From an optimization exercise on the open Yosys and OpenROAD flow, aimed at small area and a short achievable clock period; shortcuts taken in it are not production practice. Where RTL was checked, it was by simulation tests only, not by an equivalence proof against the original. For runs 6 and 8, only the layout was checked, not whether the RTL still works. Power is estimated from default activity; no workload was simulated.

==> design.v <==
module acc_convert (
    input             clk,
    input             rst,
    input             in_valid,
    input      [1:0]  op,
    input             sat,
    input      [5:0]  sh,
    input      [71:0] acc_in,
    input      [31:0] d_in,
    output reg        out_valid,
    output     [31:0] d_out,
    output     [71:0] acc_out,
    output            flag_v,
    output            flag_av
);
    integer i, l;
    genvar  g;
    wire neg = acc_in[71];
    wire [5:0]   sh_m33 = sh - 6'd33;
    wire [71:0]  sent   = sh[5] & (sh != 6'd32) ? (72'd1 << sh_m33) : 72'd0;
    wire [127:0] lz_in  = {56'd0, (acc_in ^ {72{neg}}) | sent};
    wire [63:0] v1;  wire [63:0]  p1;
    wire [31:0] v2;  wire [63:0]  p2;
    wire [15:0] v3;  wire [47:0]  p3;
    wire [7:0]  v4;  wire [31:0]  p4;
    wire [3:0]  v5;  wire [19:0]  p5;
    wire [1:0]  v6;  wire [11:0]  p6;
    wire [6:0]  p;
    generate
        for (g = 0; g < 64; g = g + 1) begin : l1
            assign v1[g] = lz_in[2*g+1] | lz_in[2*g];
            assign p1[g] = lz_in[2*g+1];
        end
        for (g = 0; g < 32; g = g + 1) begin : l2
            assign v2[g] = v1[2*g+1] | v1[2*g];
            assign p2[2*g+1:2*g] = v1[2*g+1] ? {1'b1, p1[2*g+1]} : {1'b0, p1[2*g]};
        end
        for (g = 0; g < 16; g = g + 1) begin : l3
            assign v3[g] = v2[2*g+1] | v2[2*g];
            assign p3[3*g+2:3*g] = v2[2*g+1] ? {1'b1, p2[4*g+3:4*g+2]} : {1'b0, p2[4*g+1:4*g]};
        end
        for (g = 0; g < 8; g = g + 1) begin : l4
            assign v4[g] = v3[2*g+1] | v3[2*g];
            assign p4[4*g+3:4*g] = v3[2*g+1] ? {1'b1, p3[6*g+5:6*g+3]} : {1'b0, p3[6*g+2:6*g]};
        end
        for (g = 0; g < 4; g = g + 1) begin : l5
            assign v5[g] = v4[2*g+1] | v4[2*g];
            assign p5[5*g+4:5*g] = v4[2*g+1] ? {1'b1, p4[8*g+7:8*g+4]} : {1'b0, p4[8*g+3:8*g]};
        end
        for (g = 0; g < 2; g = g + 1) begin : l6
            assign v6[g] = v5[2*g+1] | v5[2*g];
            assign p6[6*g+5:6*g] = v5[2*g+1] ? {1'b1, p5[10*g+9:10*g+5]} : {1'b0, p5[10*g+4:10*g]};
        end
    endgenerate
    assign p = v6[1] ? {1'b1, p6[11:6]} : {1'b0, p6[5:0]};
    wire [7:0] D = {1'b0, p} - {2'b00, sh};
    wire [6:0]  amt = op[0] ? p : ({1'b0, sh} + 7'd22);
    wire [94:0] x0 = {acc_in, 23'd0};
    wire [95:0] x6 = amt[6] ? {{65{neg}}, x0[94:64]} : {neg, x0};
    wire [63:0] x5 = amt[5] ? x6[95:32] : x6[63:0];
    wire [47:0] x4 = amt[4] ? x5[63:16] : x5[47:0];
    wire [39:0] x3 = amt[3] ? x4[47:8]  : x4[39:0];
    wire [35:0] x2 = amt[2] ? x3[39:4]  : x3[35:0];
    wire [33:0] x1 = amt[1] ? x2[35:2]  : x2[33:0];
    wire [32:0] R  = amt[0] ? x1[33:1]  : x1[32:0];
    wire        st = (amt[6] & (|x0[63:0])) | (amt[5] & (|x6[31:0])) |
                     (amt[4] & (|x5[15:0])) | (amt[3] & (|x4[7:0]))  |
                     (amt[2] & (|x3[3:0]))  | (amt[1] & (|x2[1:0]))  |
                     (amt[0] & x1[0]);
    wire [23:0] mant  = d_in[23:0];
    wire        mneg  = d_in[23];
    wire [7:0]  S     = {{2{d_in[29]}}, d_in[29:24]} + {2'b00, sh};
    wire [7:0]  S2    = S + 8'd2;                  
    wire [6:0]  k     = S2[7] ? 7'd0 : S2[6:0];
    reg  [23:0] therm;                             
    always @*
        for (i = 0; i < 24; i = i + 1)
            therm[i] = ($signed(S) <= 21 - i);
    wire        c     = (S[7] | (S[6:0] < 7'd23)) & (~mneg | (|(mant & therm)));
    wire [25:0] ga    = {{2{mneg}}, mant | therm};
    reg  [25:0] pa;                                
    always @* begin
        pa = {ga[24:0], 1'b1};
        for (l = 0; l < 5; l = l + 1)
            for (i = 0; i < 26; i = i + 1)
                if (((i >> l) & 1) == 1)
                    pa[i] = pa[i] & pa[((i >> l) << l) - 1];
    end
    wire [25:0] gc    = pa & {26{c}};
    wire [25:0] G     = ga ^ gc;
    wire [22:0] mx    = mant[22:0] ^ {23{mneg}};
    reg  [22:0] suf;                               
    always @* begin
        suf[22] = mx[22];
        for (i = 21; i >= 0; i = i - 1)
            suf[i] = suf[i+1] | mx[i];
    end
    wire [4:0]  r      = 5'd30 - S[4:0];
    wire        up_ovf = ($signed(S) >= 8'sd72) & suf[r];
    reg [44:0] X;
    reg        is_d;
    always @(posedge clk) begin
        if (rst)
            out_valid <= 1'b0;
        else
            out_valid <= in_valid;
        is_d <= ~op[1];
        case (op)
            2'd2:    X <= {11'd0, up_ovf, k, G};
            2'd3:    X <= 45'd0;
            default: X <= {sat, op[0], neg, D, st, R};
        endcase
    end
    wire [32:0] qR    = X[32:0];
    wire        qst   = X[33];
    wire [7:0]  qD    = X[41:34];
    wire        qneg  = X[42];
    wire        qpk   = X[43];
    wire        qsat  = X[44];
    wire        rnd   = qR[0] & (~qneg | qst);
    wire [31:0] rr    = qR[32:1] + {31'd0, rnd};
    wire        dge32 = ~qD[7] & (qD[6] | qD[5]);
    wire        deq30 = (qD == 8'd30);
    wire        deq31 = (qD == 8'd31);
    wire        dge31 = dge32 | deq31;
    wire        ovf_pos = dge31 | (deq30 & (&qR[31:1]) & rnd);
    wire        ovf_neg = dge32 | (deq31 & ~(~qR[32] & (&qR[31:1]) & rnd));
    wire        mva_v   = qsat & (qneg ? ovf_neg : ovf_pos);
    wire [31:0] mva_d   = mva_v ? {qneg, {31{~qneg}}} : rr;
    wire [5:0]  e0       = qD[5:0] + 6'd1;
    wire [5:0]  e1       = qD[5:0] + 6'd2;
    wire        exact    = ~qR[0] & ~qst;
    wire        zc       = qneg & ~|qR[23:1] & exact;   
    wire        e31      = deq30;
    wire        pk_sat   = dge31 | (zc & e31);
    wire        pk_zero  = qneg ? (&qR[24:1] & qR[0] & qst) : ~|qR[24:0];
    wire        pk_up    = ~qneg & rr[23];            
    wire        inc_e    = zc | (pk_up & ~e31);
    wire [23:0] pk_m     = zc    ? 24'hC00000 :
                           pk_up ? {2'b01, {22{e31}}} : rr[23:0];
    wire [5:0]  pk_e     = inc_e ? e1 : e0;
    wire [31:0] pk_d     = pk_zero ? 32'd0 :
                           pk_sat  ? (qneg ? 32'h1F800001 : 32'h1F7FFFFF) :
                                     {2'b00, pk_e, pk_m};
    wire        pk_v     = pk_sat | (pk_up & e31);
    assign d_out   = ~is_d ? 32'd0 : qpk ? pk_d : mva_d;
    assign flag_v  = is_d & (qpk ? pk_v : mva_v);
    wire [25:0]  qG  = X[25:0];
    wire [6:0]   qk  = X[32:26];
    wire         qav = X[33];
    wire         qn  = qG[25];
    wire [127:0] P   = {{102{qn}}, qG} << qk;
    wire [71:0]  up_r = P[96:25];
    assign flag_av = ~is_d & qav;
    assign acc_out = is_d ? 72'd0 :
                     qav ? {qn, {71{~qn}}} : up_r;
endmodule
==> flow/run.sh <==
#!/bin/bash
# Standard synthesis, then the standard layout steps with two changes:
# the port buffers are a plain buffer cell (flow/bufcell.txt) instead of
# the delay cell buffer_ports picks by default, and timing repair works
# to a setup slack margin (flow/margin.txt) so that it shortens the
# achieved period.  Each step's full output goes to a log file here.
set -euo pipefail
MARGIN=$(cat flow/margin.txt)
BUFCELL=$(cat flow/bufcell.txt)
bash standard.sh synth > synth.log 2>&1
bash standard.sh SETUP_SLACK_MARGIN=$MARGIN "BUFFER_PORTS_ARGS=-buffer_cell $BUFCELL" finish > layout.log 2>&1
==> flow/bufcell.txt <==
sky130_fd_sc_hd__buf_1
==> flow/margin.txt <==
16
==> standard.sh <==
#!/bin/bash
# synth_recipe.tcl (not shown) runs the flow's synth.tcl, then flattens the netlist and writes it again
# the make line also repeats each setting of config.mk as NAME=value (left out here)
make -C /OpenROAD-flow-scripts/flow DESIGN_CONFIG=/design/flow/config.mk WORK_HOME=/design/flow/orfs CLKGATE_MAP_FILE= SYNTH_SCRIPT=/design/flow/synth_recipe.tcl "${@:-finish}"
==> config.mk <==
export PLATFORM = sky130hd
export DESIGN_NAME = acc_convert
export DESIGN_NICKNAME = acc_convert
export VERILOG_FILES = /design/flow/design.v
export SDC_FILE = /design/flow/constraint.sdc
export NUM_CORES = 4
export LEC_CHECK = 0
export ABC_AREA = 1
export CAP_MARGIN = 20
export CORE_MARGIN = 2
export CORE_UTILIZATION = 35
export SLEW_MARGIN = 20
==> constraint.sdc <==
create_clock -name core_clock -period 25.0 [get_ports {clk}]
set_input_delay 5.0000 -clock core_clock [delete_from_list [all_inputs] [get_ports {clk}]]
set_output_delay 5.0000 -clock core_clock [all_outputs]
set_load 0.01 [all_outputs]
==> results of run 1 <==
metrics by stage:
step	setup slack, ns	utilization [%]	area, sq um	power (uW)	hold WS, ns
2_1_floorplan	16.78	-	15400	558	5.07
3_3_place_gp	14.78	37.8	16400	724	5.15
3_5_place_dp	14.81	37.8	16400	724	5.15
4_1_cts	15.98	38.5	16600	797	4.85
5_1_grt	15.85	39.5	17100	905	4.88
6_report	16.13	39.5	17100	821	4.85
what timing repair did:
item,4_1_cts,5_1_grt
gates resized for setup,31,58
endpoints found under the setup margin,69,69
hold buffers,0,0
pin swaps,3,10
cloned,2,8
buffers inserted,2,21
area by class of cell:
class | count | area share (%)
Timing Repair inverter | 2 | 0.0878
Multi-Input combinational cell | 2537 | 74.8
Inverter | 295 | 6.61
Clock buffer | 5 | 0.732
Clock inverter | 3 | 0.161
Timing Repair Buffer | 275 | 7.79
Tap cell | 585 | 4.28
Sequential cell | 47 | 5.54
registers in the layout, summed over array words and instances (netlist names):
signal	cells
is_d	1
out_valid	1
X	45
layout by cell type, fill, tap and decap left out, drive strengths merged, types with 3 or more instances in the layout:
cell	Yosys	final
o31ai	7	7
ha	30	30
nand4	33	33
nor4	24	24
nor3	41	41
o211ai	35	35
dfxtp	47	47
a211oi	8	8
xnor2	44	44
nand3	462	463
xor2	46	46
clkinvlp	0	5
o21a	4	4
a31oi	21	21
buf	90	272
o21ai	296	296
nand3b	14	15
o2111ai	3	3
nand2	943	949
clkinv	10	10
clkbuf	90	8
nor2	251	251
or2	18	18
o41ai	5	5
mux2i	33	33
inv	285	285
a21oi	189	189
a21boi	4	4
per-layer routing:
metal	global-route usage, %	vias up	part of all wire [%]
met4	8.74	10	3.8
li1	-	10355	-
met5	0	-	0.089
met3	2.78	152	8.6
met2	40.8	1027	43
met1	36.4	9146	44
report_power, final:
group / leakage [uW] / internal [uW] / total [uW] / switching (uW)
registers: 0.000395 / 87.7 / 111 / 23.1
logic: 0.00753 / 196 / 643 / 447
clock network: 0.0000723 / 38.1 / 67.2 / 29.2
total: 0.00800 / 322 / 821 / 499
cells by family after synthesis:
group	share of synthesized area (%)
AO/OA/AOI/OAI	20.9
XOR/XNOR	5.11
buffers and inverters	12.8
adder cells (fa/ha/maj)	2.69
multiplexers	2.14
flip-flops	6.10
AND/OR/NAND/NOR	50.2
how the worst max path moves through the flow:
stage | from | endpoint | slack [ns] | cells after the start
finish | sh[1] | X[40] | 16.13 | 28
global route | sh[1] | X[40] | 15.85 | 28
CTS | X[42] | d_out[28] | 15.98 | 25
detailed placement | sh[2] | X[0] | 14.81 | 26
global placement | sh[2] | X[30] | 14.78 | 27
floorplan | sh[2] | X[40] | 16.78 | 28
==> flow_summary.json, run 1 <==
{
  "finalHoldViolations": 0,
  "ir_drop_uv": 25.0,
  "synthArstFlopShare_pct": 0,
  "initial_utilization_pct": 35.6,
  "p_leak_uw": 0.00800,
  "syn_nets": 3199,
  "synth_area_leaders": "nand2_1, nand3_1, o21ai_0",
  "placed_cells": 3708,
  "max_clock_freq_ghz": 0.113,
  "core-area_sq_um": 43300,
  "vias_per_cell": 5.52,
  "cts_num_sinks": 47,
  "ant_nets": 0,
  "fillCellCount": 4977,
  "synth_cell_types": 60,
  "multi_input_area_sq_um": 12800,
  "rows": 76,
  "cp.required_ns": 25.17,
  "max_slew_margin_pct": -10.2,
  "hold_path_depth": 2,
  "holdCritPathClass": "in2reg",
  "so_faults": "max-capacitance violations, max-slew violations",
  "cellPowerDensity_nw_per_um2": 48.0,
  "chipHeight_um": 214,
  "critPathTopFamily": "simple AND/OR/NAND/NOR gates",
  "numCtsBuffers": 5,
  "firstDrtPassIters": 7,
  "period_minus_slack_ns": 8.87,
  "drive_gt1_share_pct": 5.56,
  "netlist_area_sq_um": 15400,
  "vias": 20690,
  "drt-initial-drc-count": 2894,
  "synthTopCellsByCount": "nand2_1, nand3_1, inv_1",
  "maxCapViolCount": 1,
  "cts_tree": "built",
  "yosysTopAreaCell": "nand2_1",
  "cp_slowest_stage_delay_ns": 0.42,
  "drc": 0,
  "gp_congestion": 1.02,
  "crit_top_cell": "nor2_1",
  "hp-start": "rst",
  "setup.worst_path.class": "in2reg",
  "postSynthCellCount": 3051,
  "die_w_um": 214,
  "finalSetupTns_ns": 0,
  "io-pin-count": 223,
  "crit_fanout": 12,
  "wl_per_cell_um": 16.6,
  "first_global_vias": 17553,
  "ys_seq_area_share_pct": 6.10,
  "crit_path_end_kind": "flip-flop",
  "finalCritPeriodShare_pct": 35.5,
  "place.detailed.hpwl_um": 48100,
  "grt_overflow": 0,
  "drv_slew": 5,
  "path_clk_slew_ns": 0.07,
  "worstPathBufferInverterCount": 5,
  "cp.arrival_ns": 9.03,
  "cpMaxStageDelayCell": "fa_1",
  "grt_pass1_wl_um": 95300,
  "worstMarginPinSlew_ns": 1.64,
  "wirelength_um": 62100,
  "synth_edf_count": 0,
  "holdPathEnd": "out_valid",
  "synth_seq_cells": 47,
  "fin_cells": 3749,
  "grt_antenna_before_repair": 5,
  "die_area_sq_um": 45700,
  "regArea_sq_um": 947,
  "setup_viol": 0,
  "area_delta_synth_final_pct": 10.9,
  "rsz0062_at_grt": "yes",
  "diodes": 0,
  "synthFlopType": "dfxtp_1",
  "yosysMostFrequentCell": "nand2_1",
  "avgSynthCellArea_sq_um": 5.05,
  "track_usage_pct": 25.8,
  "clockBufferDepth": 2,
  "nets": 3311,
  "synth_top_area_share_pct": 22.7,
  "start_kind": "input pin",
  "yosysWarnings": 1,
  "clock_tree.root_cell": "clkbuf_16",
  "outcome": "complete, but fails checks",
  "grt_max_degree": 65,
  "port_buffers": 220,
  "cts_max_level": 2
}
==> run 2, diff against run 1 <==
==> flow/bufcell.txt (replaced) <==
sky130_fd_sc_hd__buf_2
==> run 2 against run 1 <==
Net effect: routed wire length grew 0.99%; maximum frequency grew 1.4%; non-clock buffer count shrank 12; first-iteration DRC count shrank 3.1%; die area is the same; largest cell class unchanged; still fails the layout checks on max-capacitance violations, max-slew violations; setup slack gained 0.12 ns; via count shrank 0.61%; critical path type is now reg2out; sequential share of layout area shrank 0.086 points; cell count shrank 0.27%; synthesized cell count is the same; final area grew 1.7%.
==> flow_summary.json, run 2 <==
{
  "first_global_vias": 17500,
  "period_minus_slack_ns": 8.74,
  "critPathTopFamily": "simple AND/OR/NAND/NOR gates",
  "grt_antenna_before_repair": 5,
  "clockBufferDepth": 2,
  "start_kind": "flip-flop",
  "cts_num_sinks": 47,
  "worstMarginPinSlew_ns": 1.71,
  "grt_max_degree": 65,
  "path_cells": "clkinv_2, nor3_1, nand4_1, inv_1, nand4_1, nand3_1, nand3_4, nor2_2, inv_1, nand2_1, clkinvlp_4, buf_4, nand2_1, a21oi_1, buf_2",
  "yosysTopAreaCell": "nand2_1",
  "maxCapViolCount": 1,
  "fillCellCount": 4974,
  "crit_fanout": 29,
  "placed_cells": 3704,
  "setup.worst_path.class": "reg2out",
  "yosysMostFrequentCell": "nand2_1",
  "finalCritPeriodShare_pct": 35.0,
  "so_faults": "max-capacitance violations, max-slew violations",
  "max_clock_freq_ghz": 0.114,
  "final_cell_mix": "nand2_1, nand3_1, inv_1, o21ai_0, nor2_1",
  "p_leak_uw": 0.00864,
  "synth_area_leaders": "nand2_1, nand3_1, o21ai_0",
  "regArea_sq_um": 948,
  "synthArstFlopShare_pct": 0,
  "worstPathBufferInverterCount": 6,
  "yosysWarnings": 1,
  "numCtsBuffers": 5,
  "cts_max_level": 2,
  "initial_utilization_pct": 35.6,
  "cp.arrival_ns": 3.74,
  "core-area_sq_um": 43300,
  "multi_input_area_sq_um": 12900,
  "finalSetupTns_ns": 0,
  "cellPowerDensity_nw_per_um2": 47.9,
  "drv_slew": 5,
  "synth_edf_count": 0,
  "rsz0062_at_grt": "yes",
  "crit_path_end_kind": "primary output",
  "synth_seq_cells": 47,
  "chipHeight_um": 214,
  "die_w_um": 214,
  "port_buffers": 220,
  "wirelength_um": 62700,
  "setup_viol": 0,
  "wl_per_cell_um": 16.8,
  "path_clk_slew_ns": 0.06,
  "startpoint": "X[25]",
  "layout_commonest_cell": "nand2_1",
  "outcome": "complete, but fails checks",
  "hp-start": "rst",
  "nets": 3300,
  "rows": 76,
  "firstDrtPassIters": 6,
  "max_slew_margin_pct": -15.2,
  "holdCritPathClass": "in2reg",
  "area_delta_synth_final_pct": 12.8,
  "netlist_area_sq_um": 15400,
  "fin_cells": 3739,
  "drt-initial-drc-count": 2803,
  "vias_per_cell": 5.50,
  "track_usage_pct": 25.9,
  "largest_reg_flops": 45,
  "grt_pass1_wl_um": 95100,
  "ant_nets": 0,
  "largest-register": "X",
  "synthTopCellsByCount": "nand2_1, nand3_1, inv_1",
  "postSynthCellCount": 3051,
  "cts_tree": "built",
  "synth_cell_types": 60,
  "reg_top3": "X x45, is_d x1, out_valid x1",
  "drive_gt1_share_pct": 12.7,
  "finalHoldViolations": 0,
  "avgSynthCellArea_sq_um": 5.05,
  "clock_tree.root_cell": "clkbuf_16",
  "gp_congestion": 1.01,
  "synth_top_area_share_pct": 22.7,
  "place.detailed.hpwl_um": 48800,
  "die_area_sq_um": 45700,
  "io-pin-count": 223,
  "vias": 20563,
  "cts_hold_buffers": 0,
  "cp.required_ns": 20.00,
  "drc": 0,
  "syn_nets": 3199,
  "grt_overflow": 0,
  "ir_drop_uv": 27.5,
  "synthFlopType": "dfxtp_1",
  "ys_seq_area_share_pct": 6.10,
  "cp_slowest_stage_delay_ns": 0.59,
  "cpMaxStageDelayCell": "dfxtp_1"
}
-- run 2: cell counts after synthesis --
No cell type changed its count.
-- run 2: final timing paths --
path,endpoint,slack (ns),cells past startpoint
setup / recovery,d_out[15],16.26,15
hold / removal,out_valid,4.86,2
-- run 2: timing repair --
action,CTS,global route
endpoints found under the setup margin,68,68
gates cloned,1,10
pin swaps,2,9
buffers inserted,1,14
resized for setup,33,84
-- run 2: per-layer routing --
layer	share of wire [%]	track usage (%)
met5	0.069	0
met4	3.4	8.02
met3	8.5	2.05
met2	44	42.1
met1	44	36.4
-- run 2: cell type report --
class / instances / area share, %
timing repair inverter: 4 / 0.173
tap: 585 / 4.21
antenna: 1 / 0.0144
clock inverter: 2 / 0.0936
sequential: 47 / 5.45
inverter: 295 / 6.54
multi-input combinational: 2536 / 74.1
clock buffer: 6 / 0.741
timing repair buffer: 263 / 8.66
-- run 2: cell families (layout without fill, tap and decap cells) --
kind of cell	Yosys count	after routing	share of synthesized area (%)
adder cells (fa/ha/maj)	32	32	2.69
other	0	1	0
flip-flops	47	47	6.10
XOR/XNOR	90	90	5.11
multiplexers	33	33	2.14
AND/OR/NAND/NOR	1789	1796	50.2
buffers and inverters	475	570	12.8
AO/OA/AOI/OAI	585	585	20.9
-- run 2: stage by stage --
stage	util (%)	total power, uW	area, sq um	setup WS, ns	hold slack, ns
2_1_floorplan	-	558	15400	16.78	5.07
3_3_place_gp	38.4	732	16600	14.90	5.16
3_5_place_dp	38.4	733	16600	14.91	5.16
4_1_cts	39.0	804	16900	16.01	4.85
5_1_grt	40.2	915	17400	15.96	4.86
6_report	40.2	833	17400	16.26	4.86
-- run 2: report_power, final --
group / total [uW] / switching (uW) / leakage, uW / internal [uW]
sequential: 110 / 22.4 / 0.000395 / 87.8
combinational: 658 / 450 / 0.00818 / 208
clock: 65.1 / 27.7 / 0.0000675 / 37.4
total: 833 / 500 / 0.00864 / 333
==> run 3, diff against run 2 <==
==> flow/run.sh (replaced) <==
#!/bin/bash
# Standard synthesis, then the standard layout steps with these changes:
# the port buffers are a plain buffer cell (flow/bufcell.txt) instead of
# the delay cell buffer_ports picks by default; timing repair works to a
# setup slack margin (flow/margin.txt) so that it shortens the achieved
# period; and after global route's timing repair, max slew and capacitance
# are repaired once more (flow/grt_post.tcl).  Each step's full output goes
# to a log file here.
set -euo pipefail
MARGIN=$(cat flow/margin.txt)
BUFCELL=$(cat flow/bufcell.txt)
bash standard.sh synth > synth.log 2>&1
bash standard.sh SETUP_SLACK_MARGIN=$MARGIN "BUFFER_PORTS_ARGS=-buffer_cell $BUFCELL" \
  POST_GLOBAL_ROUTE_TCL=$(pwd)/flow/grt_post.tcl finish > layout.log 2>&1
==> flow/bufcell.txt (replaced) <==
sky130_fd_sc_hd__buf_1
==> flow/grt_post.tcl (new file) <==
# Runs at the end of ORFS's global route step (POST_GLOBAL_ROUTE_TCL).
# Timing repair can leave a driver over its max slew or capacitance (a
# cloned gate's loads, say); repair those once more on the global-route
# parasitics, then legalize and reroute the changed nets, as the global
# route step itself does after its own repairs.
estimate_parasitics -global_routing
repair_design_helper
global_route -start_incremental
detailed_placement
global_route -end_incremental
estimate_parasitics -global_routing
write_guides $::env(RESULTS_DIR)/route.guide
==> flow/margin.txt (replaced) <==
17
==> run 3 against run 2 <==
Net effect: clock-buffer cell count fell by 1; final area rose by 19%; non-clock buffer count rose by 125; utilization rose by 7.5 points; critical path type is now in2reg; now clean on timing, DRC and antenna.
==> flow_summary.json, run 3 <==
{
  "cp.arrival_ns": 8.78,
  "vias": 22627,
  "endpoint": "X[33]",
  "die_area_sq_um": 45700,
  "avgSynthCellArea_sq_um": 5.05,
  "crit_fanout": 58,
  "yosysTopAreaCell": "nand2_1",
  "clockPowerShare_pct": 7.2,
  "yosysWarnings": 1,
  "clock_tree.root_cell": "clkbuf_16",
  "largest-register": "X",
  "cellPowerDensity_nw_per_um2": 46.0,
  "ys_seq_area_share_pct": 6.10,
  "die_w_um": 214,
  "fin_cells": 3878,
  "cts_resized": 316,
  "hold_path_depth": 2,
  "path_cells": "clkbuf_8, clkinv_2, nand2_1, nand2_1, nand2_1, nor3_4, a21boi_4, buf_6, inv_8, o21ai_0, nand4_1, nor4_2, nand3_1, nand2_1, nand2_1, a21oi_2, nand2_1, nor2_2, nand3_2, nand2_2, nand2_2",
  "finalHoldViolations": 0,
  "cts_tree": "built",
  "critPathTopFamily": "simple AND/OR/NAND/NOR gates",
  "multi_input_area_sq_um": 14900,
  "max_slew_margin_pct": 26.9,
  "synth_top_area_share_pct": 22.7,
  "cp.required_ns": 25.18,
  "drive_gt1_share_pct": 22.1,
  "numCtsBuffers": 5,
  "place.detailed.hpwl_um": 47700,
  "wirelength_um": 71200,
  "regArea_sq_um": 982,
  "drt-initial-drc-count": 3513,
  "cpMaxStageDelayCell": "o21ai_0",
  "synthFlopType": "dfxtp_1",
  "core-area_sq_um": 43300,
  "setup_viol": 0,
  "synth_top_family_by_area": "simple AND/OR/NAND/NOR gates",
  "place_area_sq_um": 16400,
  "worstPathBufferInverterCount": 4,
  "seqPwrFrac_pct": 12.0,
  "reg_top3": "X x45, is_d x1, out_valid x1",
  "synth_seq_cells": 47,
  "io-pin-count": 223,
  "max_clock_freq_ghz": 0.116,
  "comb_power_share_pct": 80.8,
  "initial_utilization_pct": 35.6,
  "layout_commonest_cell": "nand2_1",
  "firstDrtPassIters": 10,
  "grt_max_degree": 65,
  "outcome": "timing/DRC/antenna clean",
  "holdCritPathClass": "in2reg",
  "synthTopCellsByCount": "nand2_1, nand3_1, inv_1",
  "synth-compound-area-share_pct": 20.9,
  "largest_reg_flops": 45,
  "design_area_sq_um": 20600,
  "finalSetupTns_ns": 0,
  "syn_nets": 3199,
  "period_minus_slack_ns": 8.60,
  "drv_slew": 0,
  "grt_overflow": 0,
  "synth_area_leaders": "nand2_1, nand3_1, o21ai_0",
  "crit_path_end_kind": "flip-flop",
  "final_cell_mix": "nand2_1, nand3_1, inv_1, o21ai_0, nor2_1",
  "muxShareOfSynthArea_pct": 2.14,
  "post-cts-setup-buffer-count": 85,
  "cts_hold_buffers": 0,
  "clockBufferDepth": 2,
  "utilization_pct": 47.7,
  "yosysMostFrequentCell": "nand2_1",
  "synthArstFlopShare_pct": 0,
  "startpoint": "acc_in[71]",
  "track_usage_pct": 27.9,
  "netlist_area_sq_um": 15400,
  "chipHeight_um": 214,
  "maxCapViolCount": 0,
  "drc": 0,
  "cp_slowest_stage_delay_ns": 0.44,
  "ant_nets": 0,
  "synth_cell_types": 60,
  "port_buffers": 220,
  "rows": 76,
  "synth_xor_area_share_pct": 5.11,
  "worstMarginPinSlew_ns": 1.09,
  "cellInternalPower_uw": 380,
  "area_delta_synth_final_pct": 33.9,
  "setup.worst_path.class": "in2reg",
  "vias_per_cell": 5.83,
  "diodes": 0,
  "finalCritPeriodShare_pct": 34.4,
  "ir_drop_uv": 26.1,
  "nets": 3440,
  "switching_power_uw": 568,
  "grt_antenna_before_repair": 5,
  "path_clk_slew_ns": 0.06,
  "first_global_vias": 18978,
  "cts_max_level": 2,
  "cp.depth": 21,
  "gp_congestion": 1.04,
  "cts_num_sinks": 47,
  "synth_edf_count": 0,
  "p_leak_uw": 0.00942,
  "crit_top_cell": "nand2_1",
  "fillCellCount": 4511,
  "synth-simple-area-share_pct": 50.2,
  "switching_share_pct": 59.9,
  "placed_cells": 3703,
  "start_kind": "input pin",
  "grt_pass1_wl_um": 103000,
  "wl_per_cell_um": 18.4,
  "synthAdderAreaFrac_pct": 2.69,
  "postSynthCellCount": 3051,
  "whs_ns": 4.85
}
## run 3: how the worst min path moves through the flow
stage,start,endpoint
floorplan,op[1],X[44]
global placement,rst,out_valid
detailed placement,rst,out_valid
CTS,rst,out_valid
finish,rst,out_valid
## run 3: cells by family after synthesis
family | count (synthesis)
AO/OA/AOI/OAI | 585
XOR/XNOR | 90
adder cells (fa/ha/maj) | 32
buffers and inverters | 475
flip-flops | 47
multiplexers | 33
AND/OR/NAND/NOR | 1789
## run 3: final cells by class
type	count	share of cell area [%]
well taps	585	3.55
inverters	295	5.77
flip-flops and latches	47	4.76
repair buffers	388	12.9
multi-input cells	2547	72.0
clock buffers	5	0.606
repair inverters	8	0.261
clock inverters	3	0.133
## run 3: metrics by stage
| step | total power, uW | worst slack [ns] |
|---|---|---|
| 2_1_floorplan | 560 | 16.90 |
| 3_3_place_gp | 722 | 14.73 |
| 3_5_place_dp | 723 | 14.73 |
| 4_1_cts | 850 | 16.68 |
| 6_report | 949 | 16.40 |
## run 3: per-layer routing
metal  vias to the layer above  part of all wire, %  track usage (%)  wire, um
li1                      10664                    -                -         -
met1                     10039                   39             37.0     27800
met2                      1523                   43             44.0     30300
met3                       393                   11             4.16      7940
met4                         8                  7.1             14.1      5070
met5                         -                0.065                0        46
## run 3: power groups by stage
stage	sequential [uW]	combinational [uW]	clock [uW]
3_5_place_dp	111	612	0
3_3_place_gp	111	611	0
4_1_cts	110	670	69.2
6_report	114	766	68.5
2_1_floorplan	98.2	461	0
==> run 4, diff against run 3 <==
==> flow/margin.txt (replaced) <==
16
==> run 4 against run 3 <==
Net effect: utilization decreased by 8.2 points; routed wire length is 13% lower; critical endpoint is now X[40]; global-route usage fell by 2.1 points; still clean.
==> flow_summary.json, run 4 <==
{
  "clock_tree.root_cell": "clkbuf_16",
  "core-area_sq_um": 43300,
  "synth_xor_area_share_pct": 5.11,
  "finalCritPeriodShare_pct": 35.5,
  "io-pin-count": 223,
  "die_area_sq_um": 45700,
  "ys_seq_area_share_pct": 6.10,
  "track_usage_pct": 25.8,
  "largest-register": "X",
  "wirelength_um": 62300,
  "netlist_area_sq_um": 15400,
  "period_minus_slack_ns": 8.87,
  "rows": 76,
  "muxShareOfSynthArea_pct": 2.14,
  "postSynthCellCount": 3051,
  "max_clock_freq_ghz": 0.113,
  "ir_drop_uv": 25.2,
  "layout_commonest_cell": "nand2_1",
  "yosysTopAreaCell": "nand2_1",
  "synth_top_family_by_area": "simple AND/OR/NAND/NOR gates",
  "numCtsBuffers": 5,
  "cts_resized": 31,
  "synthTopCellsByCount": "nand2_1, nand3_1, inv_1",
  "final_cell_mix": "nand2_1, nand3_1, inv_1, o21ai_0, nor2_1",
  "cellPowerDensity_nw_per_um2": 48.1,
  "avgSynthCellArea_sq_um": 5.05,
  "synthFlopType": "dfxtp_1",
  "placed_cells": 3708,
  "drc": 0,
  "maxCapViolCount": 0,
  "diodes": 0,
  "grt_overflow": 0,
  "power.total_uw": 822,
  "synth_cell_types": 60,
  "vias": 20732,
  "chipHeight_um": 214,
  "setup.worst_path.class": "in2reg",
  "fin_ws_ns": 16.13,
  "grt_antenna_before_repair": 5,
  "nets": 3312,
  "wl_per_cell_um": 16.6,
  "p_leak_uw": 0.00801,
  "largest_reg_flops": 45,
  "yosysMostFrequentCell": "nand2_1",
  "max_slew_margin_pct": 33.8,
  "synthAdderAreaFrac_pct": 2.69,
  "cts_tree": "built",
  "synth_seq_cells": 47,
  "initial_utilization_pct": 35.6,
  "synth-simple-area-share_pct": 50.2,
  "yosysWarnings": 1,
  "start_kind": "input pin",
  "worstMarginPinSlew_ns": 0.992,
  "grt_pass1_wl_um": 95300,
  "synthArstFlopShare_pct": 0,
  "firstDrtPassIters": 7,
  "cts_max_level": 2,
  "cp.arrival_ns": 9.03,
  "cts_hold_buffers": 0,
  "synth_top_area_share_pct": 22.7,
  "vias_per_cell": 5.53,
  "finalSetupTns_ns": 0,
  "drive_gt1_share_pct": 5.59,
  "reg_top3": "X x45, is_d x1, out_valid x1",
  "cts_num_sinks": 47,
  "setup_viol": 0,
  "outcome": "timing/DRC/antenna clean",
  "drv_slew": 0,
  "crit_path_end_kind": "flip-flop",
  "clockBufferDepth": 2,
  "cp.required_ns": 25.17,
  "place.detailed.hpwl_um": 48100,
  "drt-initial-drc-count": 2878,
  "synth_edf_count": 0,
  "synth-compound-area-share_pct": 20.9,
  "grt_max_degree": 65,
  "finalHoldViolations": 0,
  "fin_cells": 3750,
  "synth_area_leaders": "nand2_1, nand3_1, o21ai_0",
  "path_clk_slew_ns": 0.07,
  "die_w_um": 214,
  "whs_ns": 4.86,
  "gp_congestion": 1.02,
  "syn_nets": 3199,
  "crit_fanout": 12,
  "port_buffers": 220,
  "area_delta_synth_final_pct": 10.9,
  "first_global_vias": 17553,
  "post-cts-setup-buffer-count": 2,
  "place_worst_setup_slack_ns": 14.81,
  "ant_nets": 0,
  "holdCritPathClass": "in2reg"
}
[run 4: cell counts after synthesis]
No cell type changed its count.
[run 4: path summary, 6_finish.rpt]
path	startpoint	to	slack, ns	cells past startpoint
setup / recovery	sh[1]	X[40]	16.13	28
hold / removal	rst	out_valid	4.86	2
[run 4: power by group]
| part | total, uW | switching [uW] | internal (uW) |
|---|---|---|---|
| combinational | 644 | 448 | 197 |
| sequential | 111 | 23.2 | 87.7 |
| clock | 67.3 | 29.3 | 38.1 |
| total | 822 | 500 | 322 |
[run 4: cells by family (layout without fill, tap and decap cells)]
group                      after synthesis  count (layout)
AOI/OAI and AO/OA                      585             585
xor gates and xnor gates                90              90
adders and majority gates               32              32
buffers and inverters                  475             581
DFF                                     47              47
muxes                                   33              33
and+or+nand+nor                       1789            1797
[run 4: critical path, stage by stage]
cell	delay, ns
buf_1	0.09
buf_6	0.19
inv_1	0.14
ha_1	0.23
nand2_2	0.09
nand3_1	0.11
nand2_4	0.19
nor2_1	0.10
nand3_1	0.18
nand2_1	0.09
nor2_2	0.21
nand2_4	0.10
nor2_8	0.16
inv_1	0.05
o221ai_1	0.16
nand2_1	0.15
nand4_1	0.13
nand3_1	0.18
ha_1	0.27
fa_1	0.42
o31ai_2	0.28
nand2_1	0.07
inv_1	0.07
nor2_1	0.04
nor2_1	0.08
nor2_1	0.05
o21ai_0	0.14
a21oi_1	0.06
[run 4: metrics by stage]
step	utilization [%]	instance area [sq um]
2_1_floorplan	-	15400
3_3_place_gp	37.8	16400
3_5_place_dp	37.8	16400
4_1_cts	38.5	16600
6_report	39.5	17100
[run 4: cell type report]
| class | count | area (sq um) |
|---|---|---|
| multi-input combinational | 2537 | 12800 |
| clock buffer | 5 | 125 |
| sequential | 47 | 947 |
| fill | 4978 | 26200 |
| clock inverter | 3 | 27.5 |
| timing repair inverter | 2 | 15.0 |
| tap | 585 | 732 |
| inverter | 295 | 1130 |
| timing repair buffer | 276 | 1340 |
[run 4: layer usage]
layer	part of all wire (%)	vias up	global-route usage (%)
li1	-	10361	-
met1	44	9227	36.4
met2	44	993	40.8
met3	8.6	141	2.78
met4	3.6	10	8.74
met5	0.088	-	0
==> run 5, diff against run 4 <==
--- a/config.mk
+++ b/config.mk
@@ -9,4 +9,4 @@
 export CAP_MARGIN = 20
 export CORE_MARGIN = 2
-export CORE_UTILIZATION = 35
+export CORE_UTILIZATION = 55
 export SLEW_MARGIN = 20
==> run 5 against run 4 <==
Net effect: still clean on timing, DRC and antenna; maximum frequency down 1.2%; first-iteration DRC count up 9.8%; sequential power about the same; flip-flop and latch count unchanged; routed wire length up 3.0%; synthesized area unchanged; clock power down 2%; non-clock buffer count down 13; global-route usage up 16 points; sequential share of layout area up 0.097 points; critical path type unchanged; critical endpoint is now X[0]; largest cell class unchanged; highest routed layer unchanged.
==> flow_summary.json, run 5 <==
{
  "outcome": "timing/DRC/antenna clean",
  "area_delta_synth_final_pct": 9.18,
  "clock_tree.root_cell": "clkbuf_16",
  "post-cts-setup-buffer-count": 2,
  "firstDrtPassIters": 7,
  "cp_slowest_stage_delay_ns": 0.36,
  "netlist_area_sq_um": 15400,
  "yosysWarnings": 1,
  "syn_nets": 3199,
  "cts_tree": "built",
  "drive_gt1_share_pct": 5.77,
  "fillCellCount": 3071,
  "ant_nets": 0,
  "avgSynthCellArea_sq_um": 5.05,
  "drt-initial-drc-count": 3159,
  "synthTopCellsByCount": "nand2_1, nand3_1, inv_1",
  "cp.required_ns": 25.15,
  "crit_path_end_kind": "flip-flop",
  "synth_area_leaders": "nand2_1, nand3_1, o21ai_0",
  "worstMarginPinSlew_ns": 1.02,
  "postSynthCellCount": 3051,
  "whs_ns": 4.86,
  "grt_antenna_before_repair": 3,
  "die_area_sq_um": 29400,
  "drc": 0,
  "chipHeight_um": 171,
  "path_cells": "buf_6, clkinvlp_4, ha_1, nand2_2, nand4_1, inv_2, nor2_4, a21boi_1, nand2_1, nor2_1, nand2_1, nor2_4, buf_4, nand3_1, nand3_1, nand4_1, nand2_1, buf_4, inv_2, nand3_1, a21oi_1, o21ai_1",
  "numCtsBuffers": 5,
  "top_layer": "met5",
  "dr_wl_met2_um": 28600,
  "power.total_uw": 838,
  "synthArstFlopShare_pct": 0,
  "track_usage_pct": 41.4,
  "rows": 61,
  "largest_reg_flops": 45,
  "crit_fanout": 35,
  "max_clock_freq_ghz": 0.111,
  "wl_met3_um": 7620,
  "critPathTopFamily": "simple AND/OR/NAND/NOR gates",
  "reg_top3": "X x45, is_d x1, out_valid x1",
  "largest-register": "X",
  "setup_viol": 0,
  "io-pin-count": 223,
  "cellPowerDensity_nw_per_um2": 49.8,
  "max_slew_margin_pct": 31.6,
  "period_minus_slack_ns": 8.97,
  "grt_max_degree": 65,
  "place_area_sq_um": 16100,
  "grt_pass1_wl_um": 97700,
  "ys_seq_area_share_pct": 6.10,
  "finalSetupTns_ns": 0,
  "first_global_vias": 18807,
  "finalHoldViolations": 0,
  "wirelength_um": 64100,
  "synth_cell_types": 60,
  "drv_slew": 0,
  "p_leak_uw": 0.00796,
  "clockBufferDepth": 2,
  "yosysTopAreaCell": "nand2_1",
  "cp.arrival_ns": 9.12,
  "setup.worst_path.class": "in2reg",
  "synth_edf_count": 0,
  "nets": 3300,
  "cts_hold_buffers": 0,
  "worstPathBufferInverterCount": 6,
  "place.detailed.hpwl_um": 48600,
  "synthFlopType": "dfxtp_1",
  "initial_utilization_pct": 55.6,
  "finalCritPeriodShare_pct": 35.9,
  "cpMaxStageDelayCell": "o21ai_1",
  "utilization_pct": 60.7,
  "final_cell_mix": "nand2_1, nand3_1, inv_1, o21ai_0, nor2_1",
  "path_clk_slew_ns": 0.06,
  "wl_met1_um": 24900,
  "cts_resized": 27,
  "wl_per_cell_um": 18.2,
  "vias_per_cell": 6.16,
  "maxCapViolCount": 0,
  "cts_num_sinks": 47,
  "cts_max_level": 2,
  "holdCritPathClass": "in2reg",
  "hp-start": "rst",
  "vias": 21780,
  "startpoint": "sh[1]",
  "die_w_um": 171,
  "start_kind": "input pin",
  "synth_top_area_share_pct": 22.7,
  "ir_drop_uv": 34.4,
  "layout_commonest_cell": "nand2_1",
  "synth_seq_cells": 47,
  "yosysMostFrequentCell": "nand2_1",
  "design_area_sq_um": 16800,
  "gp_congestion": 1.06,
  "grt_overflow": 0,
  "core-area_sq_um": 27700,
  "port_buffers": 220
}
[run 5: cell types whose count changed in the layout (fill, tap and decap cells not counted), moves of 3 or more]
| cell | change |
|---|---|
| inv_2 | +4 |
| o21ai_1 | -3 |
| nor2_4 | +3 |
| buf_16 | +3 |
| buf_4 | -13 |
| nand3_2 | +3 |
| inv_1 | -4 |
| o21ai_0 | +3 |
| buf_1 | -4 |
| clkinvlp_4 | +3 |
| buf_12 | -3 |
[run 5: final timing paths]
kind	endpoint	slack, ns	cells past startpoint
hold / removal	out_valid	4.86	2
setup / recovery	X[0]	16.03	22
[run 5: cell type report]
type                       instances  area [sq um]  area share [%]
clock inverter                     3          23.8           0.141
multi-input combinational       2537         12800            76.2
timing repair buffer             263          1280            7.60
sequential                        47           948            5.64
inverter                         295          1130            6.72
tap                              378           473            2.81
clock buffer                       5           125           0.743
antenna                            2          5.00          0.0297
timing repair inverter             3          20.0           0.119
[run 5: routing by layer]
metal	track usage [%]	up-vias
met5	0	-
met4	18.6	2
met3	7.89	225
met2	65.9	1430
met1	54.2	9787
li1	-	10336
[run 5: where the power goes]
part / internal, uW / switching (uW)
Clock: 37.3 / 28.5
Combinational: 198 / 462
Sequential: 87.8 / 24.7
Total: 324 / 515
[run 5: logic make-up after synthesis]
group,share of synthesized area (%)
buffers and inverters,12.8
multiplexers,2.14
adder cells (fa/ha/maj),2.69
XOR/XNOR,5.11
AO/OA/AOI/OAI,20.9
AND/OR/NAND/NOR,50.2
flip-flops,6.10
[run 5: per-stage QoR]
stage / worst slack, ns / cells
global placement: 14.73 / 3490
floorplan: 16.78 / 3051
detailed placement: 14.72 / 3494
CTS: 16.00 / 3507
finish: 16.03 / 3533
==> run 6, diff against run 5 <==
--- a/design.v
+++ b/design.v
@@ -54,5 +54,4 @@
     endgenerate
     assign p = v6[1] ? {1'b1, p6[11:6]} : {1'b0, p6[5:0]};
-    wire [7:0] D = {1'b0, p} - {2'b00, sh};
     wire [6:0]  amt = op[0] ? p : ({1'b0, sh} + 7'd22);
     wire [94:0] x0 = {acc_in, 23'd0};
@@ -98,5 +97,5 @@
     wire [4:0]  r      = 5'd30 - S[4:0];
     wire        up_ovf = ($signed(S) >= 8'sd72) & suf[r];
-    reg [44:0] X;
+    reg [49:0] X;
     reg        is_d;
     always @(posedge clk) begin
@@ -107,17 +106,28 @@
         is_d <= ~op[1];
         case (op)
-            2'd2:    X <= {11'd0, up_ovf, k, G};
-            2'd3:    X <= 45'd0;
-            default: X <= {sat, op[0], neg, D, st, R};
+            2'd2:    X <= {16'd0, up_ovf, k, G};
+            2'd3:    X <= 50'd0;
+            default: X <= {sat, op[0], neg, sh, p, st, R};
         endcase
     end
     wire [32:0] qR    = X[32:0];
     wire        qst   = X[33];
-    wire [7:0]  qD    = X[41:34];
-    wire        qneg  = X[42];
-    wire        qpk   = X[43];
-    wire        qsat  = X[44];
+    wire [6:0]  qp    = X[40:34];
+    wire [5:0]  qs    = X[46:41];
+    wire        qneg  = X[47];
+    wire        qpk   = X[48];
+    wire        qsat  = X[49];
+    wire [7:0]  qD    = {1'b0, qp} - {2'b00, qs};
     wire        rnd   = qR[0] & (~qneg | qst);
-    wire [31:0] rr    = qR[32:1] + {31'd0, rnd};
+    wire [31:0] qW    = qR[32:1];
+    reg  [31:0] wa;                                
+    always @* begin
+        wa = {qW[30:0], 1'b1};
+        for (l = 0; l < 5; l = l + 1)
+            for (i = 0; i < 32; i = i + 1)
+                if (((i >> l) & 1) == 1)
+                    wa[i] = wa[i] & wa[((i >> l) << l) - 1];
+    end
+    wire [31:0] rr    = qW ^ (wa & {32{rnd}});
     wire        dge32 = ~qD[7] & (qD[6] | qD[5]);
     wire        deq30 = (qD == 8'd30);
--- a/config.mk
+++ b/config.mk
@@ -9,4 +9,4 @@
 export CAP_MARGIN = 20
 export CORE_MARGIN = 2
-export CORE_UTILIZATION = 55
+export CORE_UTILIZATION = 35
 export SLEW_MARGIN = 20
==> run 6 against run 5 <==
Net effect: routed wire length is 0.84% lower; sequential power increased by 5%; first-iteration DRC count fell by 14%; via count fell by 3.9%; hold slack got worse by 0.0086 ns; critical path type is now reg2out; highest routed layer unchanged.
==> flow_summary.json, run 6 <==
{
  "finalHoldViolations": 0,
  "yosysMostFrequentCell": "nand2_1",
  "place.detailed.hpwl_um": 48600,
  "fillCellCount": 5087,
  "max_slew_margin_pct": 41.5,
  "cts_resized": 53,
  "grt_pass1_wl_um": 97400,
  "cts_num_sinks": 52,
  "grt_overflow": 0,
  "maxCapViolCount": 0,
  "endpoint": "d_out[24]",
  "cellPowerDensity_nw_per_um2": 48.9,
  "drc": 0,
  "wl_per_cell_um": 17.0,
  "worstMarginPinSlew_ns": 0.877,
  "wirelength_um": 63600,
  "p_leak_uw": 0.00810,
  "drv_slew": 0,
  "area_delta_synth_final_pct": 12.3,
  "finalCritPeriodShare_pct": 35.8,
  "cpMaxStageDelayCell": "dfxtp_1",
  "cp.arrival_ns": 3.96,
  "crit_fanout": 6,
  "start_kind": "flip-flop",
  "drt-initial-drc-count": 2721,
  "track_usage_pct": 25.8,
  "chipHeight_um": 214,
  "hold_path_depth": 2,
  "synthArstFlopShare_pct": 0,
  "initial_utilization_pct": 35.3,
  "yosysTopAreaCell": "nand2_1",
  "design_area_sq_um": 17400,
  "synth_top_area_share_pct": 21.0,
  "firstDrtPassIters": 9,
  "ant_nets": 0,
  "vias_per_cell": 5.60,
  "die_area_sq_um": 46000,
  "synthFlopType": "dfxtp_1",
  "clockBufferDepth": 2,
  "ys_seq_area_share_pct": 6.72,
  "synth_seq_cells": 52,
  "avgSynthCellArea_sq_um": 5.13,
  "period_minus_slack_ns": 8.96,
  "synth_edf_count": 0,
  "diodes": 0,
  "startpoint": "X[47]",
  "cts_max_level": 2,
  "numCtsBuffers": 5,
  "postSynthCellCount": 3022,
  "grt_max_degree": 68,
  "port_buffers": 220,
  "cts_tree": "built",
  "nets": 3293,
  "first_global_vias": 18053,
  "synthTopCellsByCount": "nand2_1, nand3_1, inv_1",
  "largest-register": "X",
  "setup_viol": 0,
  "die_w_um": 214,
  "netlist_area_sq_um": 15500,
  "path_clk_slew_ns": 0.07,
  "path_cells": "nand2_2, nand2_2, inv_4, nand2_2, nor2_4, nand2_2, nor2_4, nand2_2, nor2_1, nand3_2, nor2_4, nand3_4, nor3_4, nand2_2, nor2_4, nand3_2, nand4_1, buf_6, nand4_4, nand2_2, a21oi_1, or2_2, clkbuf_2",
  "io-pin-count": 223,
  "crit_top_cell": "nand2_2",
  "core-area_sq_um": 43900,
  "syn_nets": 3170,
  "crit_path_end_kind": "primary output",
  "outcome": "timing/DRC/antenna clean",
  "max_clock_freq_ghz": 0.112,
  "cp_slowest_stage_delay_ns": 0.49,
  "cp.required_ns": 20.00,
  "cts_hold_buffers": 0,
  "setup.worst_path.class": "reg2out",
  "yosysWarnings": 1,
  "largest_reg_flops": 50,
  "rows": 77,
  "finalSetupTns_ns": 0,
  "place_area_sq_um": 16300,
  "synth_area_leaders": "nand2_1, nand3_1, o21ai_0",
  "ir_drop_uv": 27.3,
  "reg_top3": "X x50, is_d x1, out_valid x1",
  "synth_cell_types": 63,
  "post-cts-setup-buffer-count": 11,
  "fin_ws_ns": 16.04,
  "gp_congestion": 1.07,
  "holdCritPathClass": "in2reg",
  "clock_tree.root_cell": "clkbuf_16",
  "grt_antenna_before_repair": 2,
  "place_worst_setup_slack_ns": 14.93,
  "final_cell_mix": "nand2_1, nand3_1, inv_1, o21ai_0, nor2_1",
  "vias": 20937,
  "layout_commonest_cell": "nand2_1",
  "drive_gt1_share_pct": 7.57
}
## run 6: changes by cell type after synthesis, moves of 11 or more
cell,previous run,this run
a21oi_1,187,161
buf_2,55,38
clkbuf_1,89,78
nand2_1,931,868
nand3_1,458,507
nor2_1,237,248
nor3_1,40,24
o21ai_0,255,271
xor2_1,46,22
## run 6: layer usage
metal / GRT usage [%] / routed length [um] / vias up / share of wire [%]
met4: 10.5 / 2850 / 4 / 4.5
li1: - / - / 10295 / -
met5: 0 / 22 / - / 0.035
met2: 41.3 / 28100 / 1091 / 44
met1: 34.9 / 26900 / 9361 / 42
met3: 3.13 / 5710 / 186 / 9.0
## run 6: final cells by class
type                    count  area (sq um)  area share, %
multi-input cells        2491         12800           73.5
clock buffers               5           125          0.719
inverters                 304          1200           6.89
repair inverters            2          12.5         0.0719
flip-flops and latches     52          1050           6.05
well taps                 592           741           4.26
repair buffers            289          1460           8.37
clock inverters             3          25.0          0.144
## run 6: logic make-up (layout without fill, tap and decap cells)
group	count (synthesis)	in the layout	share of synthesized area (%)
buf+inv	487	603	13.7
mux	34	34	2.20
xor+xnor	75	75	4.24
flops	52	52	6.72
simple gates	1791	1799	50.9
fa+ha+maj	32	32	2.68
compound gates	551	551	19.5
## run 6: critical path: cells and delay by family (launching register included)
family	cells	cell delay (ns)
AND/OR/NAND/NOR	19	2.75
flip-flops	1	0.49
buffers and inverters	3	0.33
AO/OA/AOI/OAI	1	0.05
## run 6: stage by stage
step | total power [uW] | util, % | hold WS (ns) | std cells
after floorplan | 571 | - | 5.07 | 3022
after global placement | 734 | 37.2 | 5.15 | 3680
after detailed placement | 735 | 37.2 | 5.15 | 3680
after CTS | 818 | 38.3 | 4.84 | 3706
final | 850 | 39.6 | 4.85 | 3738
## run 6: worst min path at each step
stage	startpoint	end	slack [ns]
after floorplan	rst	out_valid	5.07
after global placement	rst	out_valid	5.15
after detailed placement	rst	out_valid	5.15
after CTS	rst	out_valid	4.84
final	rst	out_valid	4.85
## run 6: where the power goes
group	switching (uW)	internal [uW]	leakage [uW]
Combinational	460	203	0.00759
Clock	31.1	37.8	0.0000708
Sequential	22.0	95.6	0.000437
==> run 7, diff against run 6 <==
--- a/design.v
+++ b/design.v
@@ -156,12 +156,11 @@
     assign d_out   = ~is_d ? 32'd0 : qpk ? pk_d : mva_d;
     assign flag_v  = is_d & (qpk ? pk_v : mva_v);
-    wire [25:0]  qG  = X[25:0];
+    wire [25:0]  qG  = X[25:0] & {26{~is_d}};
     wire [6:0]   qk  = X[32:26];
-    wire         qav = X[33];
+    wire         qav = X[33] & ~is_d;
     wire         qn  = qG[25];
     wire [127:0] P   = {{102{qn}}, qG} << qk;
     wire [71:0]  up_r = P[96:25];
-    assign flag_av = ~is_d & qav;
-    assign acc_out = is_d ? 72'd0 :
-                     qav ? {qn, {71{~qn}}} : up_r;
+    assign flag_av = qav;
+    assign acc_out = qav ? {qn, {71{~qn}}} : up_r;
 endmodule
==> run 7 against run 6 <==
Net effect: routed wire length fell by 3.5%; critical path depth rose by 9; sequential share of layout area rose by 0.15 points; global-route usage rose by 0.12 points; via count fell by 2.2%; synthesized cell count fell by 0.99%; first-iteration DRC count fell by 4.3%; clock power fell by 0.6%; critical path type is now in2reg; largest power group unchanged.
==> flow_summary.json, run 7 <==
{
  "outcome": "timing/DRC/antenna clean",
  "setup_viol": 0,
  "largest_reg_flops": 50,
  "ir_drop_uv": 26.2,
  "ant_nets": 0,
  "wl_per_cell_um": 16.6,
  "max_slew_margin_pct": 40.9,
  "crit_top_cell": "nand2_1",
  "cp_slowest_stage_delay_ns": 0.20,
  "period_minus_slack_ns": 8.79,
  "port_buffers": 220,
  "wirelength_um": 61400,
  "yosysTopAreaCell": "nand2_1",
  "firstDrtPassIters": 6,
  "syn_nets": 3140,
  "grt_overflow": 0,
  "cellPowerDensity_nw_per_um2": 48.7,
  "fin_cells": 3694,
  "rows": 76,
  "drt-initial-drc-count": 2603,
  "initial_utilization_pct": 35.4,
  "drive_gt1_share_pct": 5.92,
  "crit_path_end_kind": "flip-flop",
  "die_area_sq_um": 45000,
  "synthFlopType": "dfxtp_1",
  "synth_seq_cells": 52,
  "clock_tree.root_cell": "clkbuf_16",
  "placed_cells": 3648,
  "synthArstFlopShare_pct": 0,
  "maxCapViolCount": 0,
  "vias_per_cell": 5.54,
  "power.total_uw": 828,
  "drc": 0,
  "grt_max_degree": 73,
  "synth_top_area_share_pct": 22.7,
  "avgSynthCellArea_sq_um": 5.07,
  "place_worst_setup_slack_ns": 14.12,
  "fin_ws_ns": 16.21,
  "gp_congestion": 1.00,
  "first_global_vias": 17749,
  "place.detailed.hpwl_um": 47600,
  "path_clk_slew_ns": 0.06,
  "cp.required_ns": 25.15,
  "finalSetupTns_ns": 0,
  "worstMarginPinSlew_ns": 0.884,
  "synthTopCellsByCount": "nand2_1, nand3_1, inv_1",
  "grt_antenna_before_repair": 0,
  "max_clock_freq_ghz": 0.114,
  "ys_seq_area_share_pct": 6.86,
  "clockBufferDepth": 2,
  "cts_max_level": 2,
  "finalHoldViolations": 0,
  "fillCellCount": 4937,
  "layout_commonest_cell": "nand2_1",
  "die_w_um": 212,
  "yosysWarnings": 1,
  "reg_top3": "X x50, is_d x1, out_valid x1",
  "p_leak_uw": 0.00807,
  "place_area_sq_um": 16000,
  "final_cell_mix": "nand2_1, nand3_1, inv_1, nor2_1, o21ai_0",
  "netlist_area_sq_um": 15200,
  "holdCritPathClass": "in2reg",
  "largest-register": "X",
  "cts_tree": "built",
  "start_kind": "input pin",
  "chipHeight_um": 212,
  "io-pin-count": 223,
  "synth_edf_count": 0,
  "cpMaxStageDelayCell": "ha_1",
  "core-area_sq_um": 42900,
  "drv_slew": 0,
  "cts_hold_buffers": 0,
  "postSynthCellCount": 2992,
  "cts_num_sinks": 52,
  "synth_cell_types": 65,
  "cp.arrival_ns": 8.94,
  "design_area_sq_um": 17000,
  "finalCritPeriodShare_pct": 35.2,
  "grt_pass1_wl_um": 94400,
  "area_delta_synth_final_pct": 12.1,
  "track_usage_pct": 25.9,
  "yosysMostFrequentCell": "nand2_1",
  "numCtsBuffers": 5,
  "setup.worst_path.class": "in2reg",
  "post-cts-setup-buffer-count": 8,
  "crit_fanout": 22,
  "cts_resized": 38,
  "synth_area_leaders": "nand2_1, nand3_1, o21ai_0",
  "diodes": 0,
  "vias": 20466,
  "nets": 3256
}
[run 7: final cells by class]
type / count / area [sq um] / area share [%]
inverter: 322 / 1240 / 7.29
timing repair inverter: 2 / 15.0 / 0.0883
multi-input combinational: 2454 / 12500 / 73.3
clock inverter: 2 / 15.0 / 0.0883
sequential: 52 / 1050 / 6.19
tap: 585 / 732 / 4.30
timing repair buffer: 271 / 1350 / 7.91
clock buffer: 6 / 139 / 0.817
[run 7: path summary, 6_finish.rpt]
path	startpoint	endpoint	slack (ns)	cells past startpoint
worst max-delay path	sh[2]	X[33]	16.21	32
worst min-delay path	rst	out_valid	4.86	2
[run 7: critical path, delay by kind of cell]
kind	cells	cell delay (ns)
simple gates	26	2.85
buf+inv	5	0.84
fa+ha+maj	1	0.20
[run 7: through the flow]
stage          hold slack [ns]  utilization, %
3_3_place_gp              5.15            37.4
3_5_place_dp              5.17            37.4
6_report                  4.86            39.7
4_1_cts                   4.86            38.4
2_1_floorplan             5.07               -
[run 7: cell families after synthesis]
| kind of cell | synth area share (%) |
|---|---|
| mux | 1.85 |
| fa+ha+maj | 2.74 |
| simple gates | 51.0 |
| flops | 6.86 |
| compound gates | 19.3 |
| buf+inv | 13.6 |
| xor+xnor | 4.73 |
[run 7: report_power, final]
part	total [uW]	switching, uW	internal, uW
Combinational	644	444	200
Clock	68.5	28.7	39.8
Sequential	116	19.9	95.9
Total	828	492	336
[run 7: metal layers]
layer  share of wire (%)  wire length [um]  vias up  track usage [%]
met3                 8.2              5020      125             1.98
met2                  45             27800      952             41.9
met1                  43             26400     9278             35.9
li1                    -                 -    10111                -
met4                 3.5              2120        0             9.18
met5                   0                 0        -                0
==> run 8, diff against run 7 <==
--- a/design.v
+++ b/design.v
@@ -67,4 +67,6 @@
                      (amt[2] & (|x3[3:0]))  | (amt[1] & (|x2[1:0]))  |
                      (amt[0] & x1[0]);
+    wire        rnd_d = R[0] & (~neg | st);
+    wire        ex_d  = ~R[0] & ~st;
     wire [23:0] mant  = d_in[23:0];
     wire        mneg  = d_in[23];
@@ -97,5 +99,5 @@
     wire [4:0]  r      = 5'd30 - S[4:0];
     wire        up_ovf = ($signed(S) >= 8'sd72) & suf[r];
-    reg [49:0] X;
+    reg [50:0] X;
     reg        is_d;
     always @(posedge clk) begin
@@ -106,18 +108,18 @@
         is_d <= ~op[1];
         case (op)
-            2'd2:    X <= {16'd0, up_ovf, k, G};
-            2'd3:    X <= 50'd0;
-            default: X <= {sat, op[0], neg, sh, p, st, R};
+            2'd2:    X <= {17'd0, up_ovf, k, G};
+            2'd3:    X <= 51'd0;
+            default: X <= {sat, op[0], neg, sh, p, ex_d, rnd_d, R};
         endcase
     end
     wire [32:0] qR    = X[32:0];
-    wire        qst   = X[33];
-    wire [6:0]  qp    = X[40:34];
-    wire [5:0]  qs    = X[46:41];
-    wire        qneg  = X[47];
-    wire        qpk   = X[48];
-    wire        qsat  = X[49];
+    wire        rnd   = X[33];
+    wire        exact = X[34];
+    wire [6:0]  qp    = X[41:35];
+    wire [5:0]  qs    = X[47:42];
+    wire        qneg  = X[48];
+    wire        qpk   = X[49];
+    wire        qsat  = X[50];
     wire [7:0]  qD    = {1'b0, qp} - {2'b00, qs};
-    wire        rnd   = qR[0] & (~qneg | qst);
     wire [31:0] qW    = qR[32:1];
     reg  [31:0] wa;                                
@@ -140,10 +142,9 @@
     wire [5:0]  e0       = qD[5:0] + 6'd1;
     wire [5:0]  e1       = qD[5:0] + 6'd2;
-    wire        exact    = ~qR[0] & ~qst;
     wire        zc       = qneg & ~|qR[23:1] & exact;   
     wire        e31      = deq30;
     wire        pk_sat   = dge31 | (zc & e31);
-    wire        pk_zero  = qneg ? (&qR[24:1] & qR[0] & qst) : ~|qR[24:0];
-    wire        pk_up    = ~qneg & rr[23];            
+    wire        pk_zero  = qneg ? (&qR[24:1] & rnd) : ~|qR[24:0];
+    wire        pk_up    = ~qneg & rnd & (&qR[23:1]);  
     wire        inc_e    = zc | (pk_up & ~e31);
     wire [23:0] pk_m     = zc    ? 24'hC00000 :
==> run 8 against run 7 <==
Net effect: cell count increased by 0.41%; clock-buffer cell count fell by 1; maximum frequency rose by 0.43%; non-clock buffer count fell by 14; first-iteration DRC count is 13% lower; final area decreased by 0.37%; hold slack got worse by 0.013 ns; via count is 0.13% higher; setup slack better by 0.038 ns; combinational power up 2%; critical path depth shrank 11; clock power rose by 13%.
==> flow_summary.json, run 8 <==
{
  "synthArstFlopShare_pct": 0,
  "ys_seq_area_share_pct": 6.83,
  "drv_slew": 0,
  "cp.required_ns": 20.00,
  "clockBufferDepth": 2,
  "max_slew_margin_pct": 31.7,
  "maxCapViolCount": 0,
  "largest-register": "X",
  "max_clock_freq_ghz": 0.114,
  "rows": 77,
  "first_global_vias": 18060,
  "holdCritPathClass": "in2reg",
  "p_leak_uw": 0.00800,
  "finalSetupTns_ns": 0,
  "netlist_area_sq_um": 15500,
  "die_area_sq_um": 46100,
  "synth_cell_types": 69,
  "cp_slowest_stage_delay_ns": 0.41,
  "postSynthCellCount": 3020,
  "yosysTopAreaCell": "nand2_1",
  "cts_num_sinks": 53,
  "drive_gt1_share_pct": 5.58,
  "synth_area_leaders": "nand2_1, nand3_1, o21ai_0",
  "cellPowerDensity_nw_per_um2": 50.1,
  "numCtsBuffers": 5,
  "synthTopCellsByCount": "nand2_1, nand3_1, inv_1",
  "cts_tree": "built",
  "crit_fanout": 10,
  "ant_nets": 0,
  "layout_commonest_cell": "nand2_1",
  "clockPowerShare_pct": 9.1,
  "cellInternalPower_uw": 342,
  "comb_power_share_pct": 77.1,
  "synth_top_area_share_pct": 23.0,
  "track_usage_pct": 25.8,
  "chipHeight_um": 215,
  "finalCritPeriodShare_pct": 35.0,
  "cts_resized": 26,
  "synth_seq_cells": 53,
  "clock_tree.root_cell": "clkbuf_16",
  "port_buffers": 220,
  "avgSynthCellArea_sq_um": 5.14,
  "grt_max_degree": 65,
  "power.total_uw": 850,
  "cp.arrival_ns": 3.75,
  "largest_reg_flops": 51,
  "setup.worst_path.class": "reg2out",
  "finalHoldViolations": 0,
  "diodes": 0,
  "die_w_um": 215,
  "design_area_sq_um": 16900,
  "reg_top3": "X x51, is_d x1, out_valid x1",
  "place.detailed.hpwl_um": 48900,
  "period_minus_slack_ns": 8.75,
  "cts_max_level": 2,
  "initial_utilization_pct": 35.3,
  "wirelength_um": 62500,
  "switching_share_pct": 59.8,
  "start_kind": "flip-flop",
  "drt-initial-drc-count": 2269,
  "path_clk_slew_ns": 0.07,
  "vias": 20492,
  "crit_top_cell": "nand2_1",
  "yosysWarnings": 1,
  "grt_pass1_wl_um": 96800,
  "final_cell_mix": "nand2_1, nand3_1, inv_1, o21ai_0, nor2_1",
  "place_area_sq_um": 16300,
  "synthFlopType": "dfxtp_1",
  "gp_congestion": 1.00,
  "syn_nets": 3165,
  "switching_power_uw": 508,
  "wl_per_cell_um": 16.9,
  "critPathTopFamily": "simple AND/OR/NAND/NOR gates",
  "core-area_sq_um": 44000,
  "seqPwrFrac_pct": 13.8,
  "cts_hold_buffers": 0,
  "area_delta_synth_final_pct": 9.13,
  "worstPathBufferInverterCount": 5,
  "path_cells": "inv_1, ha_1, inv_1, fa_1, nand3_1, nand2_1, nand2_1, nand2_1, a21oi_1, xor2_1, nand2_1, nor2_2, nand3_1, inv_1, nand2_1, a31oi_1, nand2_2, nor2_1, clkinv_2, a21oi_1, buf_1",
  "firstDrtPassIters": 6,
  "synth_edf_count": 0,
  "crit_path_end_kind": "primary output",
  "grt_antenna_before_repair": 0,
  "drc": 0,
  "ir_drop_uv": 27.0,
  "vias_per_cell": 5.52,
  "post-cts-setup-buffer-count": 0,
  "setup_viol": 0,
  "yosysMostFrequentCell": "nand2_1",
  "outcome": "timing/DRC/antenna clean",
  "nets": 3262,
  "io-pin-count": 223,
  "worstMarginPinSlew_ns": 1.02,
  "grt_overflow": 0,
  "cpMaxStageDelayCell": "fa_1"
}
## run 8: changes by cell type after synthesis, moves of 6 or more
cell	before	now
a21oi_1	87	124
buf_2	40	34
buf_6	12	22
inv_1	308	287
nand2_1	918	952
nand3_1	468	409
nor2_1	265	246
nor3_1	28	34
o211ai_2	0	14
o21ai_0	240	253
o221ai_1	32	11
o22ai_1	2	23
## run 8: power groups by stage
stage	clock (uW)	combinational (uW)	sequential, uW
6_report	77.1	655	117
2_1_floorplan	0	461	107
3_5_place_dp	0	627	118
4_1_cts	79.0	633	116
3_3_place_gp	0	625	118
## run 8: per-layer routing
layer / vias up / share of wire (%) / GRT usage (%)
li1: 10185 / - / -
met1: 9053 / 42 / 34.7
met2: 1090 / 44 / 40.9
met3: 164 / 9.3 / 3.65
met4: 0 / 4.4 / 11.3
met5: - / 0 / 0
## run 8: through the flow
stage	std cells	hold slack, ns	setup WS [ns]	utilization (%)
2_1_floorplan	3020	5.07	17.05	-
3_3_place_gp	3681	5.15	14.56	37.1
3_5_place_dp	3681	5.15	14.51	37.1
4_1_cts	3693	4.84	16.01	37.8
6_report	3709	4.85	16.25	38.5
## run 8: cell families after synthesis
| kind of cell | share of synthesized area, % |
|---|---|
| compound gates | 20.8 |
| xor+xnor | 5.00 |
| fa+ha+maj | 2.43 |
| buf+inv | 13.4 |
| flops | 6.83 |
| mux | 1.87 |
| simple gates | 49.7 |
## run 8: area by class of cell
cell class / count / area (sq um)
Timing Repair Buffer: 257 / 1160
Clock buffer: 5 / 125
Clock inverter: 2 / 35.0
Sequential cell: 53 / 1060
Fill cell: 5082 / 27100
Timing Repair inverter: 1 / 5.00
Multi-Input combinational cell: 2492 / 12600
Inverter: 307 / 1200
Tap cell: 592 / 741
## run 8: worst paths after layout
check	startpoint	endpoint	cells past startpoint
setup / recovery	X[35]	d_out[31]	21
hold / removal	rst	out_valid	2

## afterwards: timing with drivers on the ports
The results above use ideal ports. As a check the final layouts listed here were re-extracted and re-timed, cells and wires unchanged.
Step 1 (the two cells are an assumption about what drives the block):
set clk [get_ports {clk}]
set_driving_cell -lib_cell sky130_fd_sc_hd__clkbuf_16 $clk
set_driving_cell -lib_cell sky130_fd_sc_hd__buf_2 [delete_from_list [all_inputs] $clk]
Step 2 times the ports against the registers' clock, not the clock port: input delays grow and output delays shrink by t, the midpoint of the rising clock arrivals with the driver on.
Slacks: ideal / step 1 / step 2; pairs: ideal / step 1.
run | t (ns) | setup WS [ns] | hold slack, ns | worst slew at a driven data input, ns
run 1 | 0.324 | 16.133 / 16.144 / 15.820 | 4.855 / 4.842 / 5.166 | 0.06
run 2 | 0.328 | 16.256 / 16.216 / 15.943 | 4.857 / 4.838 / 5.166 | 0.06
run 3 | 0.326 | 16.396 / 16.398 / 16.072 | 4.851 / 4.846 / 5.172 | 0.07
run 4 | 0.323 | 16.133 / 16.144 / 15.821 | 4.855 / 4.843 / 5.166 | 0.06
run 5 | 0.333 | 16.028 / 16.037 / 15.704 | 4.858 / 4.840 / 5.173 | 0.07
run 6 | 0.330 | 16.045 / 16.006 / 15.919 | 4.849 / 4.838 / 5.168 | 0.06
run 7 | 0.324 | 16.209 / 16.222 / 15.898 | 4.861 / 4.850 / 5.174 | 0.07
run 8 | 0.337 | 16.247 / 16.205 / 15.948 | 4.848 / 4.830 / 5.167 | 0.06
